Context: an optimization exercise on an open-source flow, tuned for small area, a short achievable clock period and few clock cycles per item. The choices shown serve that exercise and are no tape-out recipe.
Power figures rest on the tool's default switching activity, not on a simulated workload.

== old ==
## stripe_engine
module stripe_engine (
  input  wire        clk,
  input  wire        rst,
  input  wire        cmd_valid,
  output wire        cmd_ready,
  input  wire [1:0]  cmd_op,        
  input  wire [4:0]  cmd_dcount,    
  input  wire [21:0] cmd_miss,      
  input  wire        cmd_miss_p,    
  input  wire        cmd_miss_q,    
  input  wire        in_valid,
  output wire        in_ready,
  input  wire [63:0] in_data,
  output wire        res_valid,
  input  wire        res_ready,
  output reg  [2:0]  res_status,
  output reg  [4:0]  res_pos,
  output reg  [63:0] res_p,
  output reg  [63:0] res_q,
  output reg  [63:0] res_dx,
  output reg  [63:0] res_dy
);
For scale: about 3,200 cells after synthesis, about 530 flip-flops, ~30,000 um^2 of cells after synthesis.
Settings: LEC_CHECK=0, CAP_MARGIN=20, CORE_MARGIN=2, CORE_UTILIZATION=65, PLACE_DENSITY=0.75, SLEW_MARGIN=20; clock period 15.0 ns.
standard.sh (not shown) runs the stock make flow with config.mk's settings and CLKGATE_MAP_FILE= SYNTH_SCRIPT=/design/flow/synth_recipe.tcl, a recipe that flattens the netlist after the stock synthesis.
==> flow/flow/run.sh <==
#!/bin/bash
# Standard ORFS layout with a tighter repair target and small port buffers.
set -euo pipefail
bash standard.sh SETUP_SLACK_MARGIN=10.6 \
  "BUFFER_PORTS_ARGS=-buffer_cell sky130_fd_sc_hd__buf_1" finish > orfs_make.log 2>&1
--- input diff old..new ---
--- a/flow/design.v
+++ b/flow/design.v
@@ -128,22 +128,23 @@
   reg [4:0]  bcnt;              
   reg [4:0]  xr, yr;            
   reg [1:0]  nd;                
   reg [63:0] pacc, racc;        
   assign cmd_ready = cmd_ready_r;
   assign in_ready  = in_ready_r;
   wire cmd_take  = cmd_valid & cmd_ready_r;
   wire beat_d    = in_valid & rdy_d;
   wire beat_p    = in_valid & rdy_p;
   wire beat_q    = in_valid & rdy_q;
   wire missing   = rec_r & miss_r[bcnt];
+  wire first     = (bcnt == 5'd0);
   wire last_d    = (bcnt == n_r - 5'd1);
   wire [4:0] bnext = bcnt + 5'd1;
   reg [63:0] racc_x;
   integer l;
   always @(*) begin
     for (l = 0; l < 8; l = l + 1)
       racc_x[8*l +: 8] = gf_xinv(racc[8*l +: 8]);
   end
   reg        pass;              
   reg        ldone;             
   reg [3:0]  cnt;               
@@ -351,31 +352,25 @@
         res_pos <= 5'd0;
         if (!spnz && !sqnz)      res_status <= ST_OK;
         else if (!spnz)          res_status <= ST_QBAD;
         else if (!sqnz)          res_status <= ST_PBAD;
         else if (!bad && xfound) begin
           res_status <= ST_DBAD;
           res_pos    <= xpos;
         end else                 res_status <= ST_LOST;
       end
     end
   end
-  wire [63:0] gd = in_data & {64{beat_d & ~missing}};
   always @(posedge clk) begin
-    if (cmd_ready_r) begin
-      pacc <= 64'd0;
-      racc <= 64'd0;
-    end else begin
-      pacc <= pacc ^ gd;
-      racc <= racc ^ ({64{beat_d}} & (racc_x ^ racc)) ^ gd;
-    end
+    pacc <= ((beat_d & first) ? 64'd0 : pacc) ^ ((beat_d & ~missing) ? in_data : 64'd0);
+    racc <= racc ^ ({64{beat_d}} & (((first ? 64'd0 : racc_x) ^ racc) ^ (missing ? 64'd0 : in_data)));
   end
   always @(posedge clk) begin
     s_u <= sp ^ mq ^ mr;
     s_x <= x1;
   end
   always @(posedge clk) begin
     if (rdy_p) begin
       res_p  <= in_data;
       res_dx <= pacc;
       res_dy <= racc;
     end
==> comparison <==
Combinational power share sits higher in new than in old.
Part of the power in registers: new vs old down 0.8 points
Cell area sits higher in new than in old.
new reports a higher initial cell density of the core than old does.
Endpoint of the most critical setup path = res_dx[5]: new; endpoint of the most critical setup path = res_q[7]: old
For new, the top layer reached by signal wires was met5, unlike old, where it was met4.
In the tables for new and old, overall track demand over capacity in global routing reads lower with old.
No run of this note included a check of the RTL's function; only the layout flow was run.

--- another note on this design; it stands on its own ---

## stripe_engine
module stripe_engine (
  input  wire        clk,
  input  wire        rst,
  input  wire        cmd_valid,
  output wire        cmd_ready,
  input  wire [1:0]  cmd_op,        
  input  wire [4:0]  cmd_dcount,    
  input  wire [21:0] cmd_miss,      
  input  wire        cmd_miss_p,    
  input  wire        cmd_miss_q,    
  input  wire        in_valid,
  output wire        in_ready,
  input  wire [63:0] in_data,
  output wire        res_valid,
  input  wire        res_ready,
  output reg  [2:0]  res_status,
  output reg  [4:0]  res_pos,
  output reg  [63:0] res_p,
  output reg  [63:0] res_q,
  output reg  [63:0] res_dx,
  output reg  [63:0] res_dy
);
export LEC_CHECK = 0
export CAP_MARGIN = 20
export CORE_MARGIN = 2
export CORE_UTILIZATION = 72
export CTS_CLUSTER_DIAMETER = 60
export CTS_CLUSTER_SIZE = 30
export PLACE_DENSITY = 0.82
export SLEW_MARGIN = 20
create_clock -name core_clock -period 15.0 [get_ports {clk}]
standard.sh (not shown) runs the stock make flow with config.mk's settings and CLKGATE_MAP_FILE= SYNTH_SCRIPT=/design/flow/synth_recipe.tcl, a recipe that flattens the netlist after the stock synthesis.
==> flow/flow/run.sh <==
#!/bin/bash
# Standard ORFS layout with a tighter repair target and small port buffers.
set -euo pipefail
bash standard.sh SETUP_SLACK_MARGIN=10.6 \
  "BUFFER_PORTS_ARGS=-buffer_cell sky130_fd_sc_hd__buf_1" finish > orfs_make.log 2>&1
Next try:
==> flow/flow/run.sh (replaced) <==
#!/bin/bash
# Standard ORFS layout with a tighter repair target and small port buffers.
set -euo pipefail
bash standard.sh SETUP_SLACK_MARGIN=10.65 \
  "BUFFER_PORTS_ARGS=-buffer_cell sky130_fd_sc_hd__buf_1" finish > orfs_make.log 2>&1
CAP_MARGIN = 5   (was 20)
CORE_UTILIZATION = 65   (was 72)
PLACE_DENSITY = 0.75   (was 0.82)
SLEW_MARGIN = 5   (was 20)
=> Worst setup slack improves by 0.062 ns. Total power drops by 1.3%. Hold slack gets worse by 0.0077 ns.
Next try:
==> flow/flow/run.sh (replaced) <==
#!/bin/bash
# Standard ORFS layout with a tighter repair target and small port buffers.
set -euo pipefail
bash standard.sh SETUP_SLACK_MARGIN=10.9 \
  "BUFFER_PORTS_ARGS=-buffer_cell sky130_fd_sc_hd__buf_1" finish > orfs_make.log 2>&1
CAP_MARGIN = 20   (was 5)
CTS_CLUSTER_SIZE = 28   (was 30)
SLEW_MARGIN = 20   (was 5)
The changed run completed with no timing, DRC or antenna violations.
Global-route usage came out higher by 0.49 points.
Clock power is about the same.
Combinational power increases by about 3%.
Next try:
==> flow/flow/run.sh (replaced) <==
#!/bin/bash
# Standard ORFS layout with a tighter repair target and small port buffers.
set -euo pipefail
bash standard.sh SETUP_SLACK_MARGIN=10.6 \
  "BUFFER_PORTS_ARGS=-buffer_cell sky130_fd_sc_hd__buf_1" finish > orfs_make.log 2>&1
Synthesized area is unchanged. Clock power rose by a few percent. Wire length fell by a few percent. Clock skew stays flat. Via count fell by a few percent. Hold slack gains 0.025 ns. Global-route usage fell by 1.6 points.
Function was not checked in any run of this note: the RTL went through the layout flow alone.

port drivers added, routing unchanged:
The results above use ideal ports. As a check the final layouts listed here were re-extracted and re-timed, cells and wires unchanged. Step 1 (the two cells are an assumption about what drives the block):
set clk [get_ports {clk}]
set_driving_cell -lib_cell sky130_fd_sc_hd__clkbuf_16 $clk
set_driving_cell -lib_cell sky130_fd_sc_hd__buf_2 [delete_from_list [all_inputs] $clk]
Step 2 moves the port delays by t, midway between the first and last clock arrival at a register: inputs arrive t later, outputs are due t later. That takes back most of the time a late clock gives input paths. Three values: no drivers, after step 1, after step 2; two values: the first two.
run	t (ns)	setup slack, ns	worst setup path at the end	worst register clock-pin slew, ns	worst data-port slew with drivers (ns)
old	0.670	10.596 / 10.537 / 10.026	input to register	0.07 / 0.07	0.08
new	0.677	10.603 / 10.539 / 10.044	input to register	0.07 / 0.07	0.10
the first run of note 2	0.648	10.582 / 10.521 / 10.008	input to register	0.11 / 0.11	0.12
the second run of note 2	0.649	10.644 / 10.578 / 10.102	input to register	0.12 / 0.12	0.09
the third run of note 2	0.641	10.678 / 10.615 / 10.394	input to register	0.11 / 0.11	0.10
the fourth run of note 2	0.635	10.599 / 10.538 / 10.220	input to register	0.11 / 0.11	0.09
After both steps setup and hold are still met in every run listed. For the first run of note 2, which loses most, drivers alone change the setup slack by -0.061 ns; drivers and shift together by -0.574 ns.
